What follows belongs to an exercise in optimizing a design on an open flow for small area, a short achievable clock period and few clock cycles per item; a production flow would make more cautious choices. RTL that was checked went through simulation tests only; none was proved equivalent to the original. Only the layout flow was run in run 1; the RTL was not checked for function there. Power is estimated from default activity; no workload was simulated.

$ cat flow/flow/run.sh
#!/bin/bash
# Standard ORFS layout (standard.sh), with two changes made through make
# variables: timing repair aims at a setup slack margin well inside the
# clock period, and clock tree synthesis uses larger sink clusters and no
# dummy loads. make's full output goes to standard_make.log; each ORFS step
# keeps its own log under orfs/logs/.
set -euo pipefail
bash standard.sh SETUP_SLACK_MARGIN=8.3 TNS_END_PERCENT=100 \
  "CTS_ARGS=-sink_clustering_enable -repair_clock_nets -dont_use_dummy_load -sink_clustering_size 22 -sink_clustering_max_diameter 100" \
  finish > standard_make.log 2>&1
$ cat flow/standard.sh
#!/bin/bash
# synth_recipe.tcl (not shown) runs the flow's synth.tcl, then flattens the netlist and writes it again
# the make line also repeats each setting of config.mk as NAME=value (left out here)
make -C /OpenROAD-flow-scripts/flow DESIGN_CONFIG=/design/flow/config.mk WORK_HOME=/design/flow/orfs CLKGATE_MAP_FILE= SYNTH_SCRIPT=/design/flow/synth_recipe.tcl "${@:-finish}"
$ cat flow/config.mk
export PLATFORM = sky130hd
export DESIGN_NAME = comb_mgr
export DESIGN_NICKNAME = comb_mgr
export VERILOG_FILES = /design/flow/design.v
export SDC_FILE = /design/flow/constraint.sdc
export NUM_CORES = 4
export LEC_CHECK = 0
export ABC_CLOCK_PERIOD_IN_PS = 3500
export CAP_MARGIN = 20
export CORE_MARGIN = 2
export CORE_UTILIZATION = 40
export SLEW_MARGIN = 20
$ cat flow/constraint.sdc
create_clock -name core_clock -period 12.0 [get_ports {clk}]
set_input_delay 2.4000 -clock core_clock [delete_from_list [all_inputs] [get_ports {clk}]]
set_output_delay 2.4000 -clock core_clock [all_outputs]
set_load 0.01 [all_outputs]
$ cat flow/design.v
module comb_mgr (
    input             clk,
    input             rst,
    input             cmd_valid,
    output            cmd_ready,
    input      [2:0]  cmd_op,
    input      [23:0] cmd_arg,
    input      [7:0]  cmd_tag,
    input             cmd_fallback,
    output reg        rsp_valid,
    output reg        rsp_ok,
    output reg [31:0] rsp_data
);
    localparam NCELL = 16;
    integer c, i;
    reg         rdy_q;
    reg  [7:0]  do_q;         
    reg  [23:0] arg_q;
    reg  [7:0]  tag_q;
    reg         fb_q;
    reg  [7:0]  le_q;         
    reg         hinz_q;       
    assign cmd_ready = rdy_q;
    reg [7:0] le_d;
    always @* begin
        for (c = 0; c < 8; c = c + 1)
            le_d[c] = (cmd_arg <= (24'd256 << (2 * c)));
    end
    reg rst_q;
    always @(posedge clk) begin
        rst_q <= rst;
        if (rst) begin
            rdy_q <= 1'b0;
            do_q  <= 8'd0;
        end else begin
            rdy_q <= 1'b1;
            do_q  <= 8'd0;
            if (cmd_valid && rdy_q)
                do_q[cmd_op] <= 1'b1;
        end
        arg_q  <= cmd_arg;
        tag_q  <= cmd_tag;
        fb_q   <= cmd_fallback;
        le_q   <= le_d;
        hinz_q <= |cmd_arg[20:5];
    end
    wire op_alloc   = do_q[0];
    wire op_free    = do_q[1];
    wire op_reclaim = do_q[2];
    wire op_config  = do_q[4];
    wire op_build   = do_q[5];
    reg  [NCELL-1:0] free_bit [0:7];    
    reg  [7:0]       cell_tag [0:7][0:NCELL-1];  
    reg  [4:0]       count     [0:7];    
    reg  [4:0]       cfg_count [0:7];    
    reg  [4:0]       low_thr   [0:7];
    reg  [4:0]       eff_high  [0:7];    
    reg  [7:0]       fail_cnt  [0:7];
    reg              built;
    reg              build_err;
    reg  [31:0]      last_err;
    wire [2:0] a_comb = arg_q[23:21];
    wire [3:0] a_idx  = arg_q[3:0];
    wire       big = !le_q[7];
    reg  [7:0] elig;
    reg  [2:0] req;
    always @* begin
        req = 3'd7;
        for (c = 7; c >= 0; c = c - 1)
            if (le_q[c]) req = c[2:0];
        for (c = 0; c < 8; c = c + 1)
            elig[c] = !big && (c == 0 ? le_q[0] :
                               ((le_q[c] && !le_q[c-1]) || (fb_q && le_q[c-1])));
    end
    reg [NCELL-1:0] sel [0:7];
    always @* begin
        for (c = 0; c < 8; c = c + 1)
            for (i = 0; i < NCELL; i = i + 1)
                sel[c][i] = (a_comb == c) && (a_idx == i);
    end
    reg cfg_bad;
    always @* begin
        cfg_bad = 1'b0;
        for (c = 0; c < 8; c = c + 1)
            if (cfg_count[c] > 5'd16)
                cfg_bad = 1'b1;
    end
    reg [7:0]       has_free, cand, srv_oh;
    reg [NCELL-1:0] first_oh [0:7];
    reg [3:0]       first_idx [0:7];
    reg             seen;
    reg [2:0]       srv_comb;
    reg [3:0]       srv_idx;
    reg             srv_found;
    always @* begin
        for (c = 0; c < 8; c = c + 1) begin
            has_free[c] = |free_bit[c];
            seen = 1'b0;
            first_idx[c] = 4'd0;
            for (i = 0; i < NCELL; i = i + 1) begin
                first_oh[c][i] = free_bit[c][i] && !seen;
                if (free_bit[c][i] && !seen)
                    first_idx[c] = i[3:0];
                seen = seen || free_bit[c][i];
            end
        end
        cand = has_free & elig;
        seen = 1'b0;
        srv_comb = 3'd0;
        srv_idx  = 4'd0;
        for (c = 0; c < 8; c = c + 1) begin
            srv_oh[c] = cand[c] && !seen;
            seen = seen || cand[c];
            if (srv_oh[c]) begin
                srv_comb = c[2:0];
                srv_idx  = first_idx[c];
            end
        end
        srv_found = |cand;
    end
    wire fr_pre = op_free && !hinz_q && !arg_q[4];
    reg [NCELL-1:0] valid [0:7];      
    reg [NCELL-1:0] am    [0:7];      
    reg [NCELL-1:0] we    [0:7];      
    reg [NCELL-1:0] free_nx [0:7];
    reg             a_free, a_am, setf;
    always @* begin
        a_free = 1'b0;
        a_am   = 1'b0;
        for (c = 0; c < 8; c = c + 1)
            for (i = 0; i < NCELL; i = i + 1) begin
                valid[c][i] = (i < count[c]);
                am[c][i]    = (cell_tag[c][i] == tag_q) && valid[c][i] && !free_bit[c][i];
                we[c][i]    = op_alloc && srv_oh[c] && first_oh[c][i];
                setf        = (op_reclaim && am[c][i]) ||
                              (fr_pre && sel[c][i] && am[c][i]);
                if (op_build)
                    free_nx[c][i] = !cfg_bad && (i < cfg_count[c]);
                else
                    free_nx[c][i] = (free_bit[c][i] || setf) && !we[c][i];
                a_free = a_free | (sel[c][i] & free_bit[c][i]);
                a_am   = a_am   | (sel[c][i] & am[c][i]);
            end
    end
    wire fr_invalid = hinz_q || (arg_q[4:0] >= count[a_comb]);
    wire fr_ok      = !fr_invalid && a_am;
    wire [4:0] cf_low  = arg_q[12:8];
    wire [4:0] cf_high = arg_q[20:16];
    reg        v1, tick1, query1, lowclr1, build1, reclaim1, lasterr1, ok1;
    reg [2:0]  comb1;    
    reg [6:0]  data1;    
    always @(posedge clk) begin
        for (c = 0; c < 8; c = c + 1)
            for (i = 0; i < NCELL; i = i + 1)
                if (we[c][i])
                    cell_tag[c][i] <= tag_q;
        ok1   <= 1'b1;
        comb1 <= a_comb;
        data1 <= 7'd0;
        if (op_alloc) begin
            if (srv_found) begin
                data1 <= {srv_comb, srv_idx};
            end else begin
                ok1   <= 1'b0;
                data1 <= {4'd0, req};
            end
        end
        if (op_free && !fr_ok) begin
            ok1   <= 1'b0;
            data1 <= {5'd0, fr_invalid ? 2'd1 : a_free ? 2'd2 : 2'd3};
        end
        if (op_build)
            ok1 <= !cfg_bad;
        if (rst) begin
            v1       <= 1'b0;
            tick1    <= 1'b0;
            query1   <= 1'b0;
            lowclr1  <= 1'b0;
            build1   <= 1'b0;
            reclaim1 <= 1'b0;
            lasterr1 <= 1'b0;
        end else begin
            v1       <= |do_q;
            tick1    <= do_q[3];
            query1   <= do_q[6];
            lowclr1  <= op_config && cf_low == 5'd0;
            build1   <= op_build;
            reclaim1 <= op_reclaim;
            lasterr1 <= do_q[7];
        end
        if (rst_q) begin
            built     <= 1'b0;
            build_err <= 1'b0;
            last_err  <= 32'd0;
            for (c = 0; c < 8; c = c + 1) begin
                free_bit[c]  <= {NCELL{1'b0}};
                count[c]     <= 5'd0;
                cfg_count[c] <= 5'd0;
                low_thr[c]   <= 5'd0;
                eff_high[c]  <= 5'd0;
                fail_cnt[c]  <= 8'd0;
            end
        end else begin
            for (c = 0; c < 8; c = c + 1)
                free_bit[c] <= free_nx[c];
            if (op_alloc && !srv_found && fail_cnt[req] != 8'hFF)
                fail_cnt[req] <= fail_cnt[req] + 8'd1;
            if (op_free && !fr_ok)
                last_err <= {tag_q, arg_q};
            if (op_config) begin
                cfg_count[a_comb] <= arg_q[4:0];
                low_thr[a_comb]   <= cf_low;
                eff_high[a_comb]  <= (cf_high < cf_low) ? cf_low : cf_high;
            end
            if (op_build) begin
                built     <= !cfg_bad;
                build_err <= cfg_bad;
                for (c = 0; c < 8; c = c + 1)
                    count[c] <= cfg_bad ? 5'd0 : cfg_count[c];
            end
        end
    end
    reg [4:0] fcnt     [0:7];
    reg [4:0] run_min  [0:7];    
    reg [4:0] prev_min [0:7];
    reg [7:0] low_state;
    reg [7:0] ftot;               
    function [2:0] pop4(input [3:0] v);
        reg s01, c01, s23, c23;
        begin
            s01  = v[0] ^ v[1];
            c01  = v[0] & v[1];
            s23  = v[2] ^ v[3];
            c23  = v[2] & v[3];
            pop4 = {c01 & c23, c01 ^ c23 ^ (s01 & s23), s01 ^ s23};
        end
    endfunction
    function [4:0] pop16(input [15:0] v);
        reg [3:0] lo, hi;
        begin
            lo    = {1'b0, pop4(v[3:0])}  + {1'b0, pop4(v[7:4])};
            hi    = {1'b0, pop4(v[11:8])} + {1'b0, pop4(v[15:12])};
            pop16 = {1'b0, lo} + {1'b0, hi};
        end
    endfunction
    reg [4:0] pc [0:7];
    reg [4:0] minrun [0:7];
    reg [7:0] tk_set, tk_clr, tk_low;
    always @* begin
        for (c = 0; c < 8; c = c + 1) begin
            pc[c] = pop16(free_bit[c]);
            minrun[c] = (fcnt[c] < run_min[c]) ? fcnt[c] : run_min[c];
            tk_low[c] = low_state[c];
            tk_set[c] = 1'b0;
            tk_clr[c] = 1'b0;
            if (minrun[c] < low_thr[c] && !tk_low[c]) begin
                tk_set[c] = 1'b1;
                tk_low[c] = 1'b1;
            end
            if (tk_low[c] && fcnt[c] >= eff_high[c]) begin
                tk_clr[c] = 1'b1;
                tk_low[c] = 1'b0;
            end
        end
    end
    reg        v2, ok2, reclaim2;
    reg [31:0] data2;
    always @(posedge clk) begin
        ok2   <= ok1;
        data2 <= {8'd0, data1[6:4], 17'd0, data1[3:0]};
        if (tick1)
            data2 <= {16'd0, tk_clr, tk_set};
        if (query1)
            data2 <= {fail_cnt[comb1], 5'd0, build_err, built,
                      low_state[comb1], 3'd0, prev_min[comb1],
                      3'd0, fcnt[comb1]};
        if (lasterr1)
            data2 <= last_err;
        for (c = 0; c < 8; c = c + 1)
            fcnt[c] <= pc[c];
        ftot <= (({3'd0, fcnt[0]} + {3'd0, fcnt[1]}) + ({3'd0, fcnt[2]} + {3'd0, fcnt[3]})) +
                (({3'd0, fcnt[4]} + {3'd0, fcnt[5]}) + ({3'd0, fcnt[6]} + {3'd0, fcnt[7]}));
        v2       <= !rst && v1;
        reclaim2 <= reclaim1;
        if (rst_q) begin
            low_state <= 8'd0;
            for (c = 0; c < 8; c = c + 1) begin
                run_min[c]  <= 5'd0;
                prev_min[c] <= 5'd0;
            end
        end else begin
            for (c = 0; c < 8; c = c + 1)
                run_min[c] <= minrun[c];
            if (tick1) begin
                low_state <= tk_low;
                for (c = 0; c < 8; c = c + 1) begin
                    prev_min[c] <= minrun[c];
                    run_min[c]  <= fcnt[c];
                end
            end
            if (lowclr1)
                low_state[comb1] <= 1'b0;
            if (build1)
                for (c = 0; c < 8; c = c + 1)
                    run_min[c] <= 5'd31;
        end
    end
    reg [7:0]  ftot_p;
    reg        v3, ok3, reclaim3;
    reg [31:0] data3;
    always @(posedge clk) begin
        ftot_p   <= ftot;
        ok3      <= ok2;
        reclaim3 <= reclaim2;
        data3    <= data2;
        v3       <= !rst && v2;
    end
    always @(posedge clk) begin
        rsp_valid <= !rst && v3;
        rsp_ok    <= ok3;
        rsp_data  <= reclaim3 ? {24'd0, ftot - ftot_p} : data3;
    end
endmodule
==> notes.md, run 1 <==
outcome no timing/DRC/antenna violations; Post-synth top flop edfxtp_1; VDD IR max 0.000142 V; Synth Warn # 16; Filler Cells Inserted 19600; Initial Util 40.3%; Final nets 8422; cell-internal power 8.17 mW; cts bufs inserted 96; Wirelength per Cell 33.9 um; critical path fanouts, max 9; met1 usage in global routing 41.9%; Max Cap Violations 0; vias in the first global route 62000; DP Wirelength 223000 um; pin count of the biggest net entering global routing 132; pwr/cell area 108 nW/um^2; post-route insts no fill 10800; Port-buffer cells 73; Vias 66700; Sw Ratio 24.5%; First-pass DRT Iterations 6; core footprint 215000 um^2; M2 GR Usage 46.6%; Final GP Congestion 1.01; total grt overflow 0; syn avg cell area 11.3 um^2; CTS Root Cell clkbuf_16; Worst path slowest cell a2111oi_4; R2R depth 14; CP required 12660 ps; worst skew pair latency 830 ps; RSZ-0062 raised after global routing true; Remaining DRCs 0; Seq pwr share 59.4%; row count 170; Max Slew Vio Count 0; number of H-tree levels 3; period utilisation layout 32.6%; share of layout cells above drive strength 1 15.0%; commonest non-fill, non-tap cells in the layout 1208 x edfxtp_1, 875 x xor2_1, 661 x nor2_1; Total Wirelength 365000 um; CTS clock-pin slew for the worst setup and hold paths 90 ps; Setup Crit Path Kind reg -> reg; first-pass GRT wire length 491000 um; number of synthesized flops with an enable pin 1208; Comb power frac 9.1%; fmax 255 MHz; Synth cell types 92; Buffers & Inverters on Critical Path 4; Async SR Flop Fraction 0%; mapped cell area 86600 um^2; Worst Skew 99.2 ps; Max stage delay on crit path 640 ps; area grow syn2layout 16.1%; Slew Limit Headroom 12.4%; initial antenna violation count 31; Sw Pwr 2.66 mW; CP endpoint kind register; synthesized flop and latch total 1728; clk buf depth 3; Post-DRT Antenna Nets 0; WP data arrival 4570 ps; Fin Setup TNS 0 ps; final setup vio count 0; commonest non-fill, non-tap cell in the layout edfxtp_1; crit path launch type register; worst slew pin tran 1310 ps; WP depth 14; Final min period 3920 ps; die area 220000 um^2; total global-route track usage 31.2%; TritonCTS clock tree done; final hold violations 0; GR peak layer met2; CTS Hold Bufs 0; post-DR vias/cell 6.18; clock power share 31.5%; Lkg Pwr 37.0 nW; Post-Syn Instances 7651; hold crit path type reg -> reg; family with the most delay on the worst path compound AO/OA/AOI/OAI gates; hold depth 0; Die W 469 um; initial DRC count 9813; Net Count, Synth 8138; Clock Sinks 1728; Placed Instances 10300; Die Y 469 um; num ports 74; met3 Usage GRT 7.31%; crit-path cells buf_12 -> buf_16 -> xor2_1 -> nor4_4 -> nand4_1 -> o2111ai_2 -> a2111oi_4 -> nand4_1 -> a2111oi_4 -> a31oi_4 -> buf_12 -> clkbuf_16 -> mux2i_1 -> nor2_1; Tot Pwr 10.8 mW; register area share after synthesis 53.9%
==> Yosys cell counts (28+ instances only) <==
library cell	number	area (um^2)
nor2b_1	80	500
clkbuf_1	290	1090
inv_1	409	1540
nor2_1	712	2670
o32a_1	33	330
o31ai_1	29	218
a221oi_1	30	263
fa_1	78	1560
nand2b_1	62	388
xnor2_1	194	1700
dfxtp_1	520	10400
nand4_1	112	701
a21oi_1	426	2130
edfxtp_1	1208	36300
a31oi_1	53	332
and3_1	44	275
or3_1	45	282
a211oi_1	50	375
nand3_1	132	661
xor2_1	887	7770
a22oi_1	59	443
mux2i_1	105	1050
nand2_1	301	1130
a2111oi_0	28	245
a21o_1	94	706
o22ai_1	44	275
nor4_1	182	1140
a41oi_1	32	280
ha_1	370	4630
buf_4	76	571
buf_6	29	327
o21ai_0	210	1050
nor3_1	271	1360
and2_1	48	300
==> area by class of cell <==
cell class                 instances  area (um^2)  share of cell area [%]
tap                             2838         3550                    3.53
sequential                      1728        46900                    46.6
inverter                         414         1580                    1.57
timing repair buffer             630         7790                    7.75
clock buffer                      96         2400                    2.39
antenna                           20         50.0                  0.0498
multi-input combinational       5065        38300                    38.1
==> timing repair <==
action / CTS / global route
pin swaps: 43 / 60
resized for setup: 597 / 221
setup buffers: 107 / 162
endpoints found under the setup margin: 1128 / 733
cloned: 49 / 28
endpoints found under the hold margin: 0 / 0
==> cells by family after synthesis <==
logic type	share of synthesized area [%]
xor gates and xnor gates	10.9
AOI/OAI and AO/OA	9.99
DFF	53.9
muxes	1.97
buffers and inverters	4.39
adders and majority gates	7.15
and+or+nand+nor	11.7
==> path summary, 6_finish.rpt <==
path	startpoint	to	slack [ps]
max	tag_q[2]$_DFF_P_	last_err[28]$_SDFFE_PP0P_	8080
min	data2[9]$_DFF_P_	data3[9]$_DFF_P_	320
max reg2reg	tag_q[2]$_DFF_P_	last_err[28]$_SDFFE_PP0P_	8080
min reg2reg	data2[9]$_DFF_P_	data3[9]$_DFF_P_	320
==> per-layer routing <==
layer / wire length (um) / vias up
met1: 145000 / 33400
met4: 22500 / 18
met5: 199 / -
met2: 157000 / 4373
li1: - / 28000
met3: 40600 / 970
==> metrics by stage <==
step	hold slack [ps]	setup WS [ps]	utilization (%)	instance area [um^2]
finish	324	8080	46.8	101000
global route	326	8120	46.8	100000
CTS	327	8220	45.4	97500
detailed placement	312	6240	42.2	90700
global placement	311	6340	42.2	90600
floorplan	310	8330	-	86600
==> power by group through the flow <==
stage | Combinational [mW] | Clock (mW) | Sequential, mW
global placement | 0.653 | 0 | 6.59
CTS | 0.884 | 3.43 | 6.44
detailed placement | 0.661 | 0 | 6.59
floorplan | 0.414 | 0 | 6.57
finish | 0.987 | 3.41 | 6.44
global route | 1.01 | 3.62 | 6.44
==> state kept, by name, indices dropped and copies added, names as in the netlist, 24 cells and up <==
| register | flops |
|---|---|
| rsp_data | 32 |
| free_bit | 128 |
| cell_tag | 1024 |
| prev_min | 40 |
| cfg_count | 40 |
| fcnt | 40 |
| data3 | 32 |
| eff_high | 40 |
| count | 40 |
| last_err | 32 |
| data2 | 32 |
| fail_cnt | 64 |
| low_thr | 40 |
| run_min | 40 |
| arg_q | 24 |
==> run 2: changes to the inputs <==
--- a/flow/design.v
+++ b/flow/design.v
@@ -60,3 +60,2 @@
     reg              build_err;
-    reg  [31:0]      last_err;
     wire [2:0] a_comb = arg_q[23:21];
@@ -149,2 +148,4 @@
     reg        v1, tick1, query1, lowclr1, build1, reclaim1, lasterr1, ok1;
+    reg        frfail1;    
+    reg [31:0] lerr1;      
     reg [2:0]  comb1;    
@@ -181,2 +182,3 @@
             lasterr1 <= 1'b0;
+            frfail1  <= 1'b0;
         end else begin
@@ -189,3 +191,5 @@
             lasterr1 <= do_q[7];
+            frfail1  <= op_free && !fr_ok;
         end
+        lerr1 <= {tag_q, arg_q};
         if (rst_q) begin
@@ -193,3 +197,2 @@
             build_err <= 1'b0;
-            last_err  <= 32'd0;
             for (c = 0; c < 8; c = c + 1) begin
@@ -207,4 +210,2 @@
                 fail_cnt[req] <= fail_cnt[req] + 8'd1;
-            if (op_free && !fr_ok)
-                last_err <= {tag_q, arg_q};
             if (op_config) begin
@@ -227,2 +228,3 @@
     reg [7:0] ftot;               
+    reg [31:0] last_err;
     function [2:0] pop4(input [3:0] v);
@@ -285,2 +287,3 @@
         if (rst_q) begin
+            last_err  <= 32'd0;
             low_state <= 8'd0;
@@ -291,2 +294,4 @@
         end else begin
+            if (frfail1)
+                last_err <= lerr1;
             for (c = 0; c < 8; c = c + 1)
==> run 2 against run 1 <==
Compared with the run above: worst hold slack improved by 3.2 ps; still clean; critical path type unchanged; critical endpoint is now data1[0]$_DFF_P_; combinational power is 22% lower; register-to-register slack improved by 20 ps; maximum frequency rose by 0.48%; count of clock-buffer cells in the layout up 1; sequential share of layout area up 2.5 points.
==> notes.md, run 2 <==
Reg with most FFs cell_tag; final setup vio count 0 (unchanged); area grow syn2layout 10.1%; Filler Cells Inserted 20100 (+2.7%); Clock Sinks 1758 (+1.7%); pin count of the biggest net entering global routing 111 (-16%); row count 171 (+0.59%); Final nets 8211 (-2.5%); number of synthesized flops with an enable pin 1208 (unchanged); Final Util 44.4% (-2.4 points); num ports 74 (unchanged); clock power share 31.7% (+0.2 points); outcome no timing/DRC/antenna violations; share of the synthesized area in the top cell type 41.4% (-0.48 points); CP required 12730 ps (+70 ps); Fin Setup TNS 0 ps (unchanged); Async SR Flop Fraction 0% (unchanged); total grt overflow 0 (unchanged); Post-DRT Antenna Nets 0 (unchanged); worst slew pin tran 1170 ps (-146 ps); share of layout cells above drive strength 1 10.1% (-4.9 points); Total Wirelength 323000 um (-11%); post-DR vias/cell 6.00 (-2.9%); critical path fanouts, max 27 (+18); Port-buffer cells 73 (unchanged); Post-Syn Instances 7733 (+1.1%); Remaining DRCs 0 (unchanged); Worst Skew 132 ps (+32.4 ps); Worst path slowest cell or4b_2; Slew Limit Headroom 22.1% (+9.7 points); First-pass DRT Iterations 9 (+3); Area after DPL 91300 um^2 (+0.61%); Wirelength per Cell 30.5 um (-9.8%); Lkg Pwr 34.6 nW (-6.4%); Post-synth top flop edfxtp_1; VDD IR max 0.000115 V (-19%); total global-route track usage 27.9% (-3.3 points); most frequent cell after synthesis edfxtp_1; worst skew pair latency 830 ps (about the same); mapped cell area 87600 um^2 (+1.2%); Synth cell types 105 (+14%); Final min period 3900 ps (-18.6 ps); Regs by FF count cell_tag (1024), free_bit (128), fail_cnt (64); hold crit path type reg -> reg; Max Cap Violations 0 (unchanged); WP data arrival 4630 ps (+60 ps); Comb power frac 7.2% (-1.9 points); crit-path cells buf_6 -> or4b_2 -> buf_4 -> nor2_1 -> nand4_1 -> o2111ai_1 -> nor4_1 -> nand4_1 -> a2111oi_4 -> buf_4 -> a31o_4 -> mux2_4; Initial Util 40.3% (about the same); fmax 257 MHz (+0.48%); Sw Ratio 23.7% (-0.89 points); die area 223000 um^2 (+1.1%); Max stage delay on crit path 770 ps (+130 ps); DP Wirelength 217000 um (-2.9%); register area share after synthesis 54.0% (+0.071 points); Sw Pwr 2.53 mW (-4.7%); core footprint 217000 um^2 (+1.2%); Die Y 472 um (+0.57%); crit path launch type register; final hold violations 0 (unchanged); max reg flops 1024 (unchanged); initial antenna violation count 23 (-26%); clk buf depth 3 (unchanged); pwr/cell area 111 nW/um^2 (+3.0%); TritonCTS clock tree done; post-place setup slack 6930 ps (+692 ps); Synth area leaders edfxtp_1 41%, dfxtp_1 13%, xor2_1 8.2%; setup ws final 8100 ps (+18.6 ps); Setup Crit Path Kind reg -> reg; initial DRC count 8279 (-16%); vias in the first global route 60100 (-3.0%); Final GP Congestion 1.02 (+0.98%); worst hold margin 328 ps (+3.22 ps); CTS clock-pin slew for the worst setup and hold paths 90 ps (about the same); period utilisation layout 32.5% (-0.16 points); syn avg cell area 11.3 um^2 (about the same); RSZ-0062 raised after global routing true; Synth Warn # 16 (unchanged); number of H-tree levels 3 (unchanged); design area 96500 um^2 (-4.0%); Commonest cells post-synth 1208 x edfxtp_1, 817 x xor2_1, 692 x nor2_1; Synth area leader edfxtp_1; synthesized flop and latch total 1758 (+1.7%); Die W 472 um (+0.57%); Vias 63500 (-4.7%); cell-internal power 8.18 mW (about the same); cts bufs inserted 97 (+1.0%); first-pass GRT wire length 452000 um (-8.0%); commonest non-fill, non-tap cell in the layout edfxtp_1; Seq pwr share 61.2% (+1.8 points); Net Count, Synth 8219 (+1.0%); commonest non-fill, non-tap cells in the layout 1208 x edfxtp_1, 817 x xor2_1, 640 x nor2_1; Max Slew Vio Count 0 (unchanged); CTS Root Cell clkbuf_16; CP endpoint kind register
[run 2: cell count changes after synthesis, sizes merged, moves of 19 or more]
cell / delta
nor2: -19
and3: +26
o21ai: +54
a21oi: -21
xor2: -70
nand2: +49
o32a: -29
and2: -29
xnor2: +70
dfxtp: +30
[run 2: repair_timing]
action,in CTS,in global routing
resized for setup,370,158
pin swaps,18,15
gates cloned,10,6
setup buffers,46,38
endpoints found under the setup margin,947,581
hold buffers,0,0
[run 2: logic make-up after synthesis]
| group | Yosys count | share of synthesized area (%) |
|---|---|---|
| compound gates | 1334 | 9.95 |
| simple gates | 2084 | 11.6 |
| flops | 1758 | 54.0 |
| mux | 160 | 2.12 |
| xor+xnor | 1081 | 10.8 |
| fa+ha+maj | 447 | 7.05 |
| buf+inv | 869 | 4.53 |
[run 2: area by class of cell]
cell class,instances,area [um^2],area share (%)
well taps,2854,3570,3.70
inverters,412,1550,1.61
multi-input cells,5106,37800,39.1
clock buffers,97,2430,2.52
diodes,9,22.5,0.0233
flip-flops and latches,1758,47400,49.1
repair buffers,350,3750,3.89
[run 2: through the flow]
step	total power, mW	std cells
floorplan	7.10	7733
global placement	7.34	10400
detailed placement	7.35	10400
CTS	10.7	10500
global route	11.0	10600
finish	10.7	10600
[run 2: critical path, delay by kind of cell (launching register included)]
kind / cells / cell delay (ps)
and+or+nand+nor: 5 / 1560
buffers and inverters: 3 / 850
AOI/OAI and AO/OA: 3 / 630
DFF: 1 / 410
muxes: 1 / 300
[run 2: layer usage]
layer	wire length (um)	track usage [%]	vias to the layer above	part of all wire, %
met4	16300	12.3	14	5.1
met5	94	0	-	0.029
met3	30300	5.06	682	9.4
met1	135000	38.9	31700	42
met2	141000	42.4	3465	44
li1	-	-	27600	-
[run 2: power groups by stage]
stage / clock, mW / sequential (mW) / combinational (mW)
floorplan: 0 / 6.68 / 0.417
global placement: 0 / 6.70 / 0.635
detailed placement: 0 / 6.70 / 0.643
CTS: 3.46 / 6.55 / 0.727
global route: 3.64 / 6.56 / 0.811
finish: 3.39 / 6.55 / 0.769
[run 2: worst paths after layout]
path,startpoint,end,slack (ps),depth (start not counted)
worst max-delay path,arg_q[3]$_DFF_P_,data1[0]$_DFF_P_,8100,12
worst min-delay path,data2[27]$_DFF_P_,data3[27]$_DFF_P_,330,0
worst max register to register,arg_q[3]$_DFF_P_,data1[0]$_DFF_P_,8100,12
worst min register to register,data2[27]$_DFF_P_,data3[27]$_DFF_P_,330,0
Testbench counts of run 2, summed over its fixed seeds: cycles 24,112, items 24,072.
==> run 3: changes to the inputs <==
--- a/flow/config.mk
+++ b/flow/config.mk
@@ -10,3 +10,3 @@
 export CORE_MARGIN = 2
-export CORE_UTILIZATION = 40
+export CORE_UTILIZATION = 55
 export SLEW_MARGIN = 20
==> run 3 against run 2 <==
Compared with the run above: cell count shrank 7.3%; worst setup slack lost 110 ps; die area shrank 27%; first-iteration DRC count grew 14%; synthesized cell count is the same; via count grew 2.2%; register-to-register slack lost 110 ps; sequential power is essentially flat; critical path type unchanged.
==> notes.md, run 3 <==
initial antenna violation count 41 (+78%); commonest non-fill, non-tap cell in the layout edfxtp_1; Final GP Congestion 1.08 (+5.7%); Final min period 4010 ps (+114 ps); Remaining DRCs 0 (unchanged); initial DRC count 9438 (+14%); pwr/cell area 111 nW/um^2 (about the same); CTS Hold Bufs 0 (unchanged); WP depth 11 (-1); Regs by FF count cell_tag (1024), free_bit (128), fail_cnt (64); R2R depth 11 (-1); CP required 12630 ps (-100 ps); worst r2r src free_bit[1][0]$_SDFF_PP0_; worst slew pin tran 1300 ps (+133 ps); RSZ-0062 raised after global routing true; total grt overflow 0 (unchanged); Synth area leader edfxtp_1; total global-route track usage 39.4% (+11 points); Worst path slowest cell nor3_2; family with the most delay on the worst path simple AND/OR/NAND/NOR gates; max reg flops 1024 (unchanged); Die Y 403 um (-15%); number of synthesized flops with an enable pin 1208 (unchanged); hold depth 0 (unchanged); share of the synthesized area in the top cell type 41.4% (unchanged); critical path fanouts, max 7 (-74%); synthesized flop and latch total 1758 (unchanged); first-pass GRT wire length 457000 um (+1.2%); commonest non-fill, non-tap cells in the layout 1208 x edfxtp_1, 816 x xor2_1, 653 x nor2_1; Port-buffer cells 73 (unchanged); core footprint 158000 um^2 (-27%); Slew Limit Headroom 13.2% (-8.9 points); Lkg Pwr 34.7 nW (+0.19%); VDD IR max 0.000109 V (-5.3%); Max Slew Vio Count 0 (unchanged); TritonCTS clock tree done; Vias 64900 (+2.2%); number of H-tree levels 3 (unchanged); Total Wirelength 329000 um (+1.7%); cts bufs inserted 91 (-6.2%); post-place setup slack 7180 ps (+254 ps); DP Wirelength 214000 um (-1.2%); Area after DPL 90400 um^2 (-0.91%); Buffers & Inverters on Critical Path 2 (-1); CTS Root Cell clkbuf_16; design area 95500 um^2 (-1.0%); Synth Warn # 16 (unchanged); pin count of the biggest net entering global routing 88 (-21%); num ports 74 (unchanged); fmax 249 MHz (-2.8%); crit-path cells inv_1 -> ha_2 -> nand4_1 -> o221ai_2 -> buf_4 -> nand3_2 -> nor3_2 -> o2111ai_1 -> nand3_1 -> o22ai_1 -> nor3b_1; setup ws final 7990 ps (-114 ps); post-DR vias/cell 6.62 (+10%); die area 163000 um^2 (-27%); final hold violations 0 (unchanged); Fin Setup TNS 0 ps (unchanged); Async SR Flop Fraction 0% (unchanged); syn avg cell area 11.3 um^2 (unchanged); most frequent cell after synthesis edfxtp_1; Hold Crit Start arg_q[13]$_DFF_P_; WP data arrival 4640 ps (about the same); Post-Syn Instances 7733 (unchanged); Setup crit start free_bit[1][0]$_SDFF_PP0_; Post-synth top flop edfxtp_1; First-pass DRT Iterations 7 (-2); register area share after synthesis 54.0% (unchanged); vias in the first global route 60700 (+0.89%); Initial Util 55.3% (+15 points); area grow syn2layout 9.03%; outcome no timing/DRC/antenna violations; Max stage delay on crit path 750 ps (-20 ps); Wirelength per Cell 33.5 um (+9.8%); final setup vio count 0 (unchanged); Clock Sinks 1758 (unchanged); crit path launch type register; Worst Skew 93.9 ps (-37.8 ps); worst skew pair latency 790 ps (-40 ps); Final nets 8207 (-0.049%); Synth area leaders edfxtp_1 41%, dfxtp_1 13%, xor2_1 8.2%; share of layout cells above drive strength 1 10.1% (+0.018 points); Die W 403 um (-15%); Commonest cells post-synth 1208 x edfxtp_1, 817 x xor2_1, 692 x nor2_1; Synth cell types 105 (unchanged); Reg with most FFs cell_tag; clk buf depth 3 (unchanged); Post-DRT Antenna Nets 0 (unchanged); Net Count, Synth 8219 (unchanged); row count 146 (-15%); CP endpoint kind register; hold crit path type reg -> reg; period utilisation layout 33.4% (+0.95 points); Max Cap Violations 0 (unchanged); mapped cell area 87600 um^2 (unchanged); CTS clock-pin slew for the worst setup and hold paths 90 ps (about the same); Setup Crit Path Kind reg -> reg
==> run 3: stage by stage <==
step	std cells	hold slack, ps	power (mW)	utilization [%]
after floorplan	7733	310	7.10	-
after global placement	9605	310	7.33	57.0
after detailed placement	9607	312	7.35	57.1
after CTS	9754	310	10.6	59.7
after global routing	9791	334	10.9	60.3
final	9810	323	10.6	60.3
==> run 3: final cells by class <==
cell class,instances,area (um^2)
Tap cell,2072,2590
Multi-Input combinational cell,5106,37800
Clock buffer,91,2280
Sequential cell,1758,47400
Timing Repair Buffer,352,3900
Fill cell,12900,62800
Antenna cell,19,47.5
Inverter,412,1550
==> run 3: cell families after synthesis <==
kind of cell | after synthesis | share of synthesized area [%]
xor+xnor | 1081 | 10.8
simple gates | 2084 | 11.6
flops | 1758 | 54.0
buf+inv | 869 | 4.53
mux | 160 | 2.12
fa+ha+maj | 447 | 7.05
compound gates | 1334 | 9.95
==> run 3: final timing paths <==
path	endpoint	slack, ps
worst max-delay path	data1[2]$_SDFF_PP0_	7990
worst min-delay path	lerr1[13]$_DFF_P_	320
worst max register to register	data1[2]$_SDFF_PP0_	7990
worst min register to register	lerr1[13]$_DFF_P_	320
==> run 3: worst reg2reg max path, cell delays in order (launching register included) <==
cell	delay [ps]
dfxtp_1	380
inv_1	170
ha_2	280
nand4_1	230
o221ai_2	410
buf_4	220
nand3_2	220
nor3_2	750
o2111ai_1	630
nand3_1	300
o22ai_1	120
nor3b_1	220
==> run 3: what timing repair did <==
action,4_1_cts,5_1_grt
cloned,14,6
setup endpoints to repair,949,466
buffers inserted,42,31
pin swaps,10,23
gates resized for setup,354,155
==> run 3: routing by layer <==
layer	global-route usage (%)	wire length, um	vias up
met1	53.0	128000	32100
met5	0	291	-
met2	58.3	141000	4195
met4	20.8	21800	29
met3	10.8	37800	1021
li1	-	-	27600
==> run 3: power by group <==
group | internal (mW) | switching (mW)
Clock | 1.35 | 1.91
Sequential | 6.49 | 0.0492
Combinational | 0.257 | 0.547
==> run 4: changes to the inputs <==
--- a/flow/design.v
+++ b/flow/design.v
@@ -22,2 +22,4 @@
     reg         hinz_q;       
+    reg  [7:0]  cdec_q;       
+    reg  [15:0] idec_q;       
     assign cmd_ready = rdy_q;
@@ -45,2 +47,6 @@
         hinz_q <= |cmd_arg[20:5];
+        for (c = 0; c < 8; c = c + 1)
+            cdec_q[c] <= cmd_arg[23:21] == c;
+        for (i = 0; i < NCELL; i = i + 1)
+            idec_q[i] <= cmd_arg[3:0] == i;
     end
@@ -57,3 +63,2 @@
     reg  [4:0]       eff_high  [0:7];    
-    reg  [7:0]       fail_cnt  [0:7];
     reg              built;
@@ -77,11 +82,6 @@
             for (i = 0; i < NCELL; i = i + 1)
-                sel[c][i] = (a_comb == c) && (a_idx == i);
-    end
-    reg cfg_bad;
-    always @* begin
-        cfg_bad = 1'b0;
-        for (c = 0; c < 8; c = c + 1)
-            if (cfg_count[c] > 5'd16)
-                cfg_bad = 1'b1;
+                sel[c][i] = cdec_q[c] && idec_q[i];
     end
+    reg  [7:0] cfg_big;
+    wire       cfg_bad = |cfg_big;
     reg [7:0]       has_free, cand, srv_oh;
@@ -144,3 +144,3 @@
     wire fr_invalid = hinz_q || (arg_q[4:0] >= count[a_comb]);
-    wire fr_ok      = !fr_invalid && a_am;
+    wire fr_ok      = !hinz_q && !arg_q[4] && a_am;    
     wire [4:0] cf_low  = arg_q[12:8];
@@ -152,2 +152,5 @@
     reg [6:0]  data1;    
+    reg        afail1;   
+    reg [2:0]  req1;
+    reg        inv1, free1;    
     always @(posedge clk) begin
@@ -157,19 +160,8 @@
                     cell_tag[c][i] <= tag_q;
-        ok1   <= 1'b1;
+        ok1   <= !(op_build && cfg_bad);
         comb1 <= a_comb;
-        data1 <= 7'd0;
-        if (op_alloc) begin
-            if (srv_found) begin
-                data1 <= {srv_comb, srv_idx};
-            end else begin
-                ok1   <= 1'b0;
-                data1 <= {4'd0, req};
-            end
-        end
-        if (op_free && !fr_ok) begin
-            ok1   <= 1'b0;
-            data1 <= {5'd0, fr_invalid ? 2'd1 : a_free ? 2'd2 : 2'd3};
-        end
-        if (op_build)
-            ok1 <= !cfg_bad;
+        data1 <= op_alloc ? {srv_comb, srv_idx} : 7'd0;
+        req1  <= req;
+        inv1  <= fr_invalid;
+        free1 <= a_free;
         if (rst) begin
@@ -183,2 +175,3 @@
             frfail1  <= 1'b0;
+            afail1   <= 1'b0;
         end else begin
@@ -192,2 +185,3 @@
             frfail1  <= op_free && !fr_ok;
+            afail1   <= op_alloc && !srv_found;
         end
@@ -201,5 +195,5 @@
                 cfg_count[c] <= 5'd0;
+                cfg_big[c]   <= 1'b0;
                 low_thr[c]   <= 5'd0;
                 eff_high[c]  <= 5'd0;
-                fail_cnt[c]  <= 8'd0;
             end
@@ -208,6 +202,5 @@
                 free_bit[c] <= free_nx[c];
-            if (op_alloc && !srv_found && fail_cnt[req] != 8'hFF)
-                fail_cnt[req] <= fail_cnt[req] + 8'd1;
             if (op_config) begin
                 cfg_count[a_comb] <= arg_q[4:0];
+                cfg_big[a_comb]   <= arg_q[4:0] > 5'd16;
                 low_thr[a_comb]   <= cf_low;
@@ -229,2 +222,3 @@
     reg [31:0] last_err;
+    reg [7:0]  fail_cnt [0:7];
     function [2:0] pop4(input [3:0] v);
@@ -270,4 +264,8 @@
     always @(posedge clk) begin
-        ok2   <= ok1;
+        ok2   <= ok1 && !afail1 && !frfail1;
         data2 <= {8'd0, data1[6:4], 17'd0, data1[3:0]};
+        if (afail1)
+            data2 <= {29'd0, req1};
+        if (frfail1)
+            data2 <= {30'd0, inv1 ? 2'd1 : free1 ? 2'd2 : 2'd3};
         if (tick1)
@@ -288,2 +286,4 @@
             last_err  <= 32'd0;
+            for (c = 0; c < 8; c = c + 1)
+                fail_cnt[c] <= 8'd0;
             low_state <= 8'd0;
@@ -296,2 +296,4 @@
                 last_err <= lerr1;
+            if (afail1 && fail_cnt[req1] != 8'hFF)
+                fail_cnt[req1] <= fail_cnt[req1] + 8'd1;
             for (c = 0; c < 8; c = c + 1)
--- a/flow/config.mk
+++ b/flow/config.mk
@@ -10,3 +10,3 @@
 export CORE_MARGIN = 2
-export CORE_UTILIZATION = 55
+export CORE_UTILIZATION = 40
 export SLEW_MARGIN = 20
==> run 4 against run 3 <==
Compared with the run above: global-route usage is 12 points lower; routed wire length is 2.2% lower; first-iteration DRC count shrank 18%; critical path type unchanged; highest routed layer unchanged.
==> notes.md, run 4 <==
post-DR vias/cell 5.90 (-11%); Wirelength per Cell 30.3 um (-9.8%); clock power share 31.2% (+0.4 points); crit-path cells nand2b_1 -> o2111a_1 -> or3_1 -> a21oi_2 -> a211oi_2 -> or3_1 -> a21oi_1 -> o22ai_1; Clock Sinks 1796 (+2.2%); share of layout cells above drive strength 1 9.23% (-0.86 points); cts bufs inserted 98 (+7.7%); final hold violations 0 (unchanged); worst slew pin tran 1270 ps (-32.7 ps); post-synthesis adder-cell area fraction 7.01% (-0.039 points); Async SR Flop Fraction 0% (unchanged); largest family of logic cells by synthesized area simple AND/OR/NAND/NOR gates; Max stage delay on crit path 850 ps (+100 ps); Worst path slowest cell dfxtp_1; Setup Crit Path Kind reg -> reg; design area 97200 um^2 (+1.7%); area grow syn2layout 9.19%; Sw Ratio 24.2% (+0.52 points); Commonest cells post-synth 1208 x edfxtp_1, 681 x xor2_1, 588 x dfxtp_1; Total Wirelength 322000 um (-2.2%); R2R depth 8 (-3); CTS clock-pin slew for the worst setup and hold paths 100 ps (about the same); max reg flops 1024 (unchanged); CP required 12680 ps (+50 ps); commonest non-fill, non-tap cells in the layout 1208 x edfxtp_1, 681 x xor2_1, 532 x dfxtp_1; Vias 62800 (-3.3%); Max Cap Violations 0 (unchanged); number of synthesized flops with an enable pin 1208 (unchanged); Regs by FF count cell_tag (1024), free_bit (128), fail_cnt (64); Post-Syn Instances 7715 (-0.23%); Post-synth top flop edfxtp_1; share of the synthesized area in the top cell type 40.8% (-0.64 points); Buffers & Inverters on Critical Path 0 (-2); Area after DPL 92900 um^2 (+2.7%); first-pass GRT wire length 454000 um (-0.78%); Max Slew Vio Count 0 (unchanged); syn avg cell area 11.5 um^2 (+1.8%); Hold Crit Endpoint data3[1]$_DFF_P_; Reg with most FFs cell_tag; Synth Warn # 16 (unchanged); post-synthesis xor/xnor area fraction 10.6% (-0.18 points); hold depth 0 (unchanged); Sw Pwr 2.67 mW (+6.4%); Lkg Pwr 34.4 nW (-0.89%); cell-internal power 8.38 mW (+3.4%); simple-gate share of the synthesized area 11.0% (-0.58 points); crit path launch type register; DP Wirelength 218000 um (+1.7%); die area 226000 um^2 (+39%); clk buf depth 3 (unchanged); row count 173 (+18%); number of H-tree levels 3 (unchanged); synthesized flop and latch total 1796 (+2.2%); Comb power frac 8.0% (+0.4 points); initial antenna violation count 28 (-32%); pin count of the biggest net entering global routing 126 (+43%); WP data arrival 4470 ps (-170 ps); commonest non-fill, non-tap cell in the layout edfxtp_1; Remaining DRCs 0 (unchanged); Worst Skew 108 ps (+13.6 ps); Synth cell types 104 (-0.95%); outcome no timing/DRC/antenna violations; hold crit path type reg -> reg; post-place setup slack 6990 ps (-194 ps); Final GP Congestion 0.984 (-8.7%); mapped cell area 89000 um^2 (+1.6%); fmax 264 MHz (+6.0%); Final nets 8142 (-0.79%); Seq pwr share 60.8% (-0.9 points); num ports 74 (unchanged); total grt overflow 0 (unchanged); Hold Crit Start data2[1]$_DFF_P_; Final min period 3790 ps (-226 ps); CTS Root Cell clkbuf_16; post-synthesis mux area share 2.94% (+0.81 points); First-pass DRT Iterations 9 (+2); Post-DRT Antenna Nets 0 (unchanged); family with the most delay on the worst path compound AO/OA/AOI/OAI gates; VDD IR max 0.000125 V (+15%); CTS Hold Bufs 0 (unchanged); most frequent cell after synthesis edfxtp_1; setup ws final 8210 ps (+226 ps); vias in the first global route 60400 (-0.34%); Initial Util 40.2% (-15 points); critical path fanouts, max 7 (unchanged); Die Y 476 um (+18%); period utilisation layout 31.5% (-1.9 points); CP endpoint kind register; complex-gate fraction of the synthesized area 10.1% (+0.17 points); core footprint 222000 um^2 (+40%); total global-route track usage 27.8% (-12 points); Synth area leader edfxtp_1; Filler Cells Inserted 20600 (+59%); setup slack, reg-to-reg 8210 ps (+230 ps); Synth area leaders edfxtp_1 41%, dfxtp_1 13%, xor2_1 6.7%; pwr/cell area 114 nW/um^2 (+2.3%); Die W 476 um (+18%); initial DRC count 7785 (-18%); Register Area 48200 um^2 (+1.7%); final setup vio count 0 (unchanged); Slew Limit Headroom 15.4% (+2.2 points); Port-buffer cells 73 (unchanged); multi-input logic area 38200 um^2 (+1.2%); worst skew pair latency 820 ps (+30 ps); RSZ-0062 raised after global routing true; CP dominant cell by count or3_1; reg2reg end data1[3]$_SDFF_PN0_; worst r2r src le_q[0]$_DFF_P_; TritonCTS clock tree done; Net Count, Synth 8206 (-0.16%); Fin Setup TNS 0 ps (unchanged); register area share after synthesis 54.0% (about the same)
## run 4: changes by cell type after synthesis, sizes merged, moves of 51 or more
cell,before,now
xnor2,264,399
a21o,92,143
xor2,817,681
nor2,693,545
o21ai,266,192
nand3,138,189
nor3,263,187
nand2,350,297
## run 4: power groups by stage
stage / clock [mW] / sequential (mW) / combinational [mW]
floorplan: 0 / 6.83 / 0.514
global placement: 0 / 6.87 / 0.791
detailed placement: 0 / 6.87 / 0.799
CTS: 3.53 / 6.72 / 0.863
global route: 3.71 / 6.72 / 0.939
finish: 3.45 / 6.71 / 0.882
## run 4: stage by stage
step	total power [mW]	utilization (%)	cells	hold slack, ps
6_report	11.0	43.8	10600	329
5_1_grt	11.4	43.8	10600	335
4_1_cts	11.1	43.6	10600	329
3_5_place_dp	7.67	41.9	10500	312
3_3_place_gp	7.66	41.9	10500	311
2_1_floorplan	7.34	-	7715	310
## run 4: final cells by class
cell class / instances / area share [%]
Antenna cell: 17 / 0.0438
Clock buffer: 98 / 2.52
Timing Repair Buffer: 288 / 3.01
Sequential cell: 1796 / 49.6
Tap cell: 2975 / 3.83
Inverter: 437 / 1.70
Multi-Input combinational cell: 5030 / 39.3
## run 4: logic make-up after synthesis
| kind of cell | Yosys count |
|---|---|
| AND/OR/NAND/NOR | 1935 |
| XOR/XNOR | 1080 |
| AO/OA/AOI/OAI | 1332 |
| flip-flops | 1796 |
| multiplexers | 231 |
| adder cells (fa/ha/maj) | 452 |
| buffers and inverters | 889 |
## run 4: routing by layer
metal	GRT usage, %	vias to the layer above	wire length, um
met5	0	-	62
met4	13.1	10	16900
met3	5.12	657	27700
met2	42.5	3082	142000
met1	38.1	31500	136000
li1	-	27500	-
## run 4: worst max path at each step
stage                              start             endpoint  slack [ps]  cells past startpoint
3_3_place_gp                  cmd_arg[0]      le_q[6]$_DFF_P_        6880                     10
6_report                 le_q[0]$_DFF_P_  data1[3]$_SDFF_PN0_        8210                      8
5_1_grt                arg_q[21]$_DFF_P_         inv1$_DFF_P_        8130                     13
3_5_place_dp                  cmd_arg[0]      le_q[6]$_DFF_P_        6990                     10
2_1_floorplan                cmd_arg[15]      le_q[0]$_DFF_P_        8160                      4
4_1_cts        free_bit[7][3]$_SDFF_PP0_   fcnt[7][2]$_DFF_P_        8250                     10
## run 4: repair_timing
action	CTS	global route
gates resized for setup	343	114
endpoints found under the setup margin	778	382
pin swaps	16	25
setup buffers	38	12
cloned	3	1
Testbench counts of run 4, summed over its fixed seeds: cycles 24,112, items 24,072.
==> run 5: changes to the inputs <==
--- a/flow/flow/run.sh
+++ b/flow/flow/run.sh
@@ -7,3 +7,3 @@
 set -euo pipefail
-bash standard.sh SETUP_SLACK_MARGIN=8.3 TNS_END_PERCENT=100 \
+bash standard.sh SETUP_SLACK_MARGIN=8.5 TNS_END_PERCENT=100 \
   "CTS_ARGS=-sink_clustering_enable -repair_clock_nets -dont_use_dummy_load -sink_clustering_size 22 -sink_clustering_max_diameter 100" \
==> run 5 against run 4 <==
Compared with the run above: still clean on timing, DRC and antenna; worst setup slack better by 130 ps; register-to-register slack better by 150 ps; count of clock-buffer cells in the layout is 4 higher; design area is 0.93% higher; flip-flop and latch count stayed put; critical path type is now reg -> out; critical endpoint is now rsp_data[3]; highest routed layer unchanged.
==> notes.md, run 5 <==
Vias 63100 (+0.51%); commonest non-fill, non-tap cell in the layout edfxtp_1; total global-route track usage 27.4% (-0.35 points); Fin Setup TNS 0 ps (unchanged); crit-path cells buf_6; Commonest cells post-synth 1208 x edfxtp_1, 681 x xor2_1, 588 x dfxtp_1; Final GP Congestion 0.997 (+1.3%); Post-synth top flop edfxtp_1; vias in the first global route 60200 (-0.33%); Port-buffer cells 73 (unchanged); pwr/cell area 113 nW/um^2 (-0.50%); max reg flops 1024 (unchanged); Die W 476 um (unchanged); Max Cap Violations 0 (unchanged); period utilisation layout 30.5% (-1.1 points); Wirelength per Cell 29.7 um (-1.7%); Async SR Flop Fraction 0% (unchanged); CP endpoint kind output pin; RSZ-0062 raised after global routing true; fmax 273 MHz (+3.5%); Final min period 3660 ps (-129 ps); Net Count, Synth 8206 (unchanged); Initial Util 40.2% (unchanged); design area 98100 um^2 (+0.93%); Max Slew Vio Count 0 (unchanged); number of H-tree levels 3 (unchanged); Synth area leaders edfxtp_1 41%, dfxtp_1 13%, xor2_1 6.7%; worst slew pin tran 1180 ps (-85.9 ps); syn avg cell area 11.5 um^2 (unchanged); pin count of the biggest net entering global routing 148 (+17%); Setup Crit Path Kind reg -> out; Die Y 476 um (unchanged); Comb power frac 7.9% (about the same); critical path fanouts, max 1 (-6); DP Wirelength 213000 um (-2.1%); row count 173 (unchanged); Area after DPL 92800 um^2 (about the same); final hold violations 0 (unchanged); family with the most delay on the worst path flip-flops; Sw Ratio 24.0% (-0.20 points); Max stage delay on crit path 330 ps (-520 ps); outcome no timing/DRC/antenna violations; post-DR vias/cell 5.91 (+0.14%); most frequent cell after synthesis edfxtp_1; Total Wirelength 318000 um (-1.3%); Synth cell types 104 (unchanged); TritonCTS clock tree done; Slew Limit Headroom 20.4% (+5.0 points); mapped cell area 89000 um^2 (unchanged); cts bufs inserted 102 (+4.1%); Post-DRT Antenna Nets 0 (unchanged); Seq pwr share 60.5% (-0.3 points); Reg with most FFs cell_tag; die area 226000 um^2 (unchanged); commonest non-fill, non-tap cells in the layout 1208 x edfxtp_1, 681 x xor2_1, 507 x nor2_1; Remaining DRCs 0 (unchanged); Post-Syn Instances 7715 (unchanged); CP required 9600 ps (-3080 ps); Synth Warn # 16 (unchanged); initial DRC count 8397 (+7.9%); final setup vio count 0 (unchanged); share of the synthesized area in the top cell type 40.8% (unchanged); initial antenna violation count 29 (+3.6%); Lkg Pwr 34.8 nW (+1.3%); CTS Root Cell clkbuf_16; share of layout cells above drive strength 1 11.1% (+1.9 points); Worst path slowest cell dfxtp_2; Regs by FF count cell_tag (1024), free_bit (128), fail_cnt (64); CTS clock-pin slew for the worst setup and hold paths 90 ps (about the same); core footprint 222000 um^2 (unchanged); Buffers & Inverters on Critical Path 1 (+1); crit path launch type register; area grow syn2layout 10.2%; VDD IR max 0.000125 V (+0.23%); Clock Sinks 1796 (unchanged); hold crit path type reg -> reg; clock power share 31.5% (+0.3 points); Synth area leader edfxtp_1; synthesized flop and latch total 1796 (unchanged); Sw Pwr 2.66 mW (-0.39%); number of synthesized flops with an enable pin 1208 (unchanged); clk buf depth 3 (unchanged); worst skew pair latency 810 ps (about the same); Final nets 8183 (+0.50%); register area share after synthesis 54.0% (unchanged); First-pass DRT Iterations 10 (+1); first-pass GRT wire length 449000 um (-1.0%); Worst Skew 120 ps (+12.6 ps); total grt overflow 0 (unchanged); WP data arrival 1260 ps (-3210 ps); cell-internal power 8.43 mW (+0.69%); num ports 74 (unchanged)
[run 5: path summary, 6_finish.rpt]
check / startpoint / to / slack, ps / cells past startpoint
setup reg to reg: tag_q[2]$_DFF_P_ / frfail1$_SDFF_PP0_ / 8360 / 10
setup / recovery: rsp_data[3]$_DFF_P_ / rsp_data[3] / 8340 / 1
hold / removal: data2[2]$_DFF_P_ / data3[2]$_DFF_P_ / 290 / 0
hold reg to reg: data2[2]$_DFF_P_ / data3[2]$_DFF_P_ / 290 / 0
[run 5: logic make-up (layout without fill, tap and decap cells)]
logic type      count (synthesis)  after routing  share of synthesized area (%)
xor+xnor                     1080           1080                           10.6
other cells                     0             16                              0
compound gates               1332           1332                           10.1
simple gates                 1935           1936                           11.0
flops                        1796           1796                           54.0
fa+ha+maj                     452            452                           7.01
mux                           231            231                           2.94
buf+inv                       889            863                           4.33
[run 5: repair_timing]
| action | CTS | global route |
|---|---|---|
| setup endpoints to repair | 1087 | 762 |
| hold buffers | 0 | 0 |
| resized for setup | 446 | 190 |
| cloned | 5 | 0 |
| pin swaps | 41 | 46 |
| setup buffers | 53 | 31 |
[run 5: metrics by stage]
step / worst slack, ps / cells / utilization (%) / hold WS (ps) / power, mW
3_3_place_gp: 6650 / 10500 / 41.9 / 311 / 7.65
2_1_floorplan: 8160 / 7715 / - / 310 / 7.34
3_5_place_dp: 6710 / 10500 / 41.9 / 312 / 7.66
6_report: 8340 / 10700 / 44.2 / 295 / 11.1
4_1_cts: 8160 / 10600 / 43.8 / 296 / 11.1
5_1_grt: 8300 / 10700 / 44.2 / 289 / 11.4
[run 5: cell type report]
type	count	area, um^2
antenna	16	40.0
clock buffer	102	2550
fill	20400	124000
inverter	437	1650
multi-input combinational	5031	38500
sequential	1796	48300
tap	2975	3720
timing repair buffer	324	3350
[run 5: per-layer routing]
| layer | vias to the layer above | wire length [um] | global-route usage (%) |
|---|---|---|---|
| li1 | 27600 | - | - |
| met1 | 31500 | 133000 | 38.2 |
| met2 | 3268 | 140000 | 41.7 |
| met3 | 690 | 28900 | 4.82 |
| met4 | 10 | 15600 | 12.3 |
| met5 | - | 67 | 0 |
[run 5: power groups by stage]
| stage | logic, mW | registers, mW | clock network, mW |
|---|---|---|---|
| floorplan | 0.514 | 6.83 | 0 |
| global placement | 0.780 | 6.87 | 0 |
| detailed placement | 0.790 | 6.87 | 0 |
| CTS | 0.857 | 6.72 | 3.57 |
| global route | 0.942 | 6.72 | 3.77 |
| finish | 0.882 | 6.71 | 3.50 |
==> run 6: changes to the inputs <==
--- a/flow/design.v
+++ b/flow/design.v
@@ -65,2 +65,3 @@
     reg              build_err;
+    reg  [31:0]      last_err;
     wire [2:0] a_comb = arg_q[23:21];
@@ -149,3 +150,2 @@
     reg        frfail1;    
-    reg [31:0] lerr1;      
     reg [2:0]  comb1;    
@@ -187,4 +187,4 @@
         end
-        lerr1 <= {tag_q, arg_q};
         if (rst_q) begin
+            last_err  <= 32'd0;
             built     <= 1'b0;
@@ -202,2 +202,4 @@
                 free_bit[c] <= free_nx[c];
+            if (op_free && !fr_ok)
+                last_err <= {tag_q, arg_q};
             if (op_config) begin
@@ -221,3 +223,2 @@
     reg [7:0] ftot;               
-    reg [31:0] last_err;
     reg [7:0]  fail_cnt [0:7];
@@ -285,3 +286,2 @@
         if (rst_q) begin
-            last_err  <= 32'd0;
             for (c = 0; c < 8; c = c + 1)
@@ -294,4 +294,2 @@
         end else begin
-            if (frfail1)
-                last_err <= lerr1;
             if (afail1 && fail_cnt[req1] != 8'hFF)
==> run 6 against run 5 <==
Compared with the run above: clock skew shrank 26 ps; utilization grew 2.2 points; synthesized area shrank 0.84%; design area grew 4.0%; via count grew 7.1%; clock power is essentially flat; routed wire length grew 15%; synthesized cell count grew 1.3%; total power grew 0.65%; flip-flop and latch count shrank 29; sequential share of layout area shrank 2.4 points.
==> notes.md, run 6 <==
final setup vio count 0 (unchanged); Synth area leaders edfxtp_1 41%, dfxtp_1 13%, xor2_1 8.6%; commonest non-fill, non-tap cells in the layout 1208 x edfxtp_1, 854 x xor2_1, 566 x nor2_1; post-place setup slack 6580 ps (-137 ps); clk buf depth 3 (unchanged); synthesized flop and latch total 1767 (-1.6%); Reg with most FFs cell_tag; setup ws final 8000 ps (-347 ps); Fin Setup TNS 0 ps (unchanged); row count 172 (-0.58%); routed metal-1 wirelength 146000 um (+9.7%); pin count of the biggest net entering global routing 65 (-56%); share of the synthesized area in the top cell type 41.1% (+0.34 points); Post-DRT Antenna Nets 0 (unchanged); die area 224000 um^2 (-0.83%); worst slew pin tran 1290 ps (+105 ps); CP endpoint kind register; Final min period 4000 ps (+347 ps); commonest non-fill, non-tap cell in the layout edfxtp_1; crit path launch type register; Final Util 46.5% (+2.2 points); Post-Syn Instances 7814 (+1.3%); Die W 474 um (-0.41%); Commonest cells post-synth 1208 x edfxtp_1, 868 x xor2_1, 607 x nor2_1; RSZ-0062 raised after global routing true; metal3 WL 41300 um (+43%); Synth Warn # 16 (unchanged); DP Wirelength 224000 um (+5.0%); Total Wirelength 365000 um (+15%); first-pass GRT wire length 503000 um (+12%); Worst Skew 93.9 ps (-26.2 ps); Port-buffer cells 73 (unchanged); post-route insts no fill 10900 (+2.0%); Remaining DRCs 0 (unchanged); initial DRC count 10000 (+19%); Placed Instances 10500 (+0.12%); Post-synth top flop edfxtp_1; Final nets 8496 (+3.8%); Max Slew Vio Count 0 (unchanged); met2 routed WL 155000 um (+11%); Max Cap Violations 0 (unchanged); VDD IR max 0.000103 V (-18%); final hold violations 0 (unchanged); Vias 67600 (+7.1%); post-DR vias/cell 6.20 (+4.9%); worst skew pair latency 820 ps (about the same); Net Count, Synth 8305 (+1.2%); TritonCTS clock tree done; fmax 250 MHz (-8.7%); total global-route track usage 31.6% (+4.2 points); Setup Crit Path Kind reg -> reg; Area after DPL 92200 um^2 (-0.72%); CTS Root Cell clkbuf_16; pwr/cell area 110 nW/um^2 (-3.2%); mapped cell area 88300 um^2 (-0.84%); First-pass DRT Iterations 8 (-2); core footprint 220000 um^2 (-0.97%); initial antenna violation count 35 (+21%); Register Area 47700 um^2 (-1.2%); Tot Pwr 11.2 mW (+0.65%); Top Metal Used met5; WP data arrival 4740 ps (+3480 ps); cts bufs inserted 98 (-3.9%); hold crit path type reg -> reg; vias in the first global route 63300 (+5.1%); period utilisation layout 33.4% (+2.9 points); Synth area leader edfxtp_1; Regs by FF count cell_tag (1024), free_bit (128), fail_cnt (64); area grow syn2layout 15.5%; Clock Sinks 1767 (-1.6%); number of H-tree levels 3 (unchanged); register area share after synthesis 53.8% (-0.20 points); CP required 12730 ps (+3130 ps); max reg flops 1024 (unchanged); Synth cell types 91 (-13%); share of layout cells above drive strength 1 15.6% (+4.5 points); Lkg Pwr 37.3 nW (+7.0%); CTS clock-pin slew for the worst setup and hold paths 90 ps (about the same); Slew Limit Headroom 14.1% (-6.4 points); Filler Cells Inserted 19900 (-2.8%); design area 102000 um^2 (+4.0%); number of synthesized flops with an enable pin 1208 (unchanged); syn avg cell area 11.3 um^2 (-2.1%); multi-input logic area 39400 um^2 (+2.5%); num ports 74 (unchanged); most frequent cell after synthesis edfxtp_1; total grt overflow 0 (unchanged); outcome no timing/DRC/antenna violations; Initial Util 40.2% (+0.053 points); Wirelength per Cell 33.5 um (+13%); worst hold margin 329 ps (+34.1 ps); Async SR Flop Fraction 0% (unchanged); critical path fanouts, max 10 (+9); Final GP Congestion 1.04 (+4.4%); Die Y 474 um (-0.41%)
## run 6: layout make-up
type / count / share of cell area [%]
Sequential cell: 1767 / 46.8
Multi-Input combinational cell: 5165 / 38.7
Timing Repair Buffer: 545 / 6.93
Tap cell: 2871 / 3.52
Clock buffer: 98 / 2.40
Inverter: 428 / 1.62
Antenna cell: 25 / 0.0613
## run 6: worst paths after layout
path               startpoint                        end  slack [ps]  cells past startpoint
min               ok3$_DFF_P_             rsp_ok$_DFF_P_         330                      0
max reg2reg  tag_q[2]$_DFF_P_  last_err[20]$_SDFFE_PP0P_        8000                     13
min reg2reg       ok3$_DFF_P_             rsp_ok$_DFF_P_         330                      0
max          tag_q[2]$_DFF_P_  last_err[20]$_SDFFE_PP0P_        8000                     13
## run 6: power by group
| part | switching [mW] | internal, mW | leakage [nW] | total [mW] |
|---|---|---|---|---|
| Clock | 2.02 | 1.45 | 1.21 | 3.47 |
| Combinational | 0.703 | 0.397 | 20.3 | 1.10 |
| Sequential | 0.0732 | 6.53 | 15.7 | 6.60 |
## run 6: cell families after synthesis
group,share of synthesized area [%]
adders and majority gates,7.07
muxes,1.87
DFF,53.8
xor gates and xnor gates,10.7
buffers and inverters,4.42
and+or+nand+nor,12.0
AOI/OAI and AO/OA,10.1
## run 6: worst max-delay path, stage by stage, from the launching register on
cell and delay [ps]:
dfxtp_4 440, buf_4 210, bufbuf_16 380, xor2_1 90
nor3_1 400, nand3_1 430, o32ai_1 840, nor4_4 80
nand3_2 140, or4_4 310, buf_6 170, buf_16 160
nand3_2 80, a21oi_2 150
## run 6: metal layers
metal / vias to the layer above / global-route usage [%]
met5: - / 0
li1: 28400 / -
met2: 4206 / 46.9
met3: 910 / 7.97
met4: 10 / 15.6
met1: 34000 / 42.9
## run 6: what timing repair did
item,4_1_cts,5_1_grt
endpoints found under the hold margin,0,0
gates cloned,65,7
setup buffers,156,61
pin swaps,109,113
gates resized for setup,725,309
hold buffers,0,0
endpoints found under the setup margin,1068,655
Testbench counts of run 6, summed over its fixed seeds: cycles 24,112, items 24,072.

-- re-timing with driven ports --
The results above use ideal ports. As a check the final layouts listed here were re-extracted and re-timed, cells and wires unchanged.
Step 1 sets driving cells, clkbuf_16 on the clock port and buf_2 on the other inputs (assumed; they add their load-dependent delay and slew).
Step 2 also shifts input and output timing later by t, the mid clock arrival at the registers, as if the neighbouring blocks saw the same clock.
Slacks: ideal ports / drivers / drivers and shift; pairs: ideal ports / drivers.
run | t, ns | slack for setup (ns) | clock arrival spread, ns | worst register clock-pin slew, ns | pins driven straight from the clock port
run 1 | 0.869 | 8.083 / 8.083 / 7.541 | 0.099 / 0.099 | 0.11 / 0.11 | 1
run 2 | 0.854 | 8.102 / 8.102 / 7.595 | 0.135 / 0.135 | 0.10 / 0.10 | 1
run 3 | 0.832 | 7.988 / 7.988 / 7.534 | 0.094 / 0.094 | 0.11 / 0.11 | 1
run 4 | 0.864 | 8.214 / 8.214 / 7.558 | 0.108 / 0.108 | 0.11 / 0.11 | 1
run 5 | 0.852 | 8.344 / 8.247 / 7.622 | 0.124 / 0.124 | 0.10 / 0.10 | 1
run 6 | 0.871 | 7.997 / 7.997 / 7.650 | 0.095 / 0.095 | 0.10 / 0.10 | 1
After both steps every run listed still meets setup and hold. The setup slack of run 5, which loses most, moves by -0.097 ns with the drivers and by -0.722 ns with both steps.
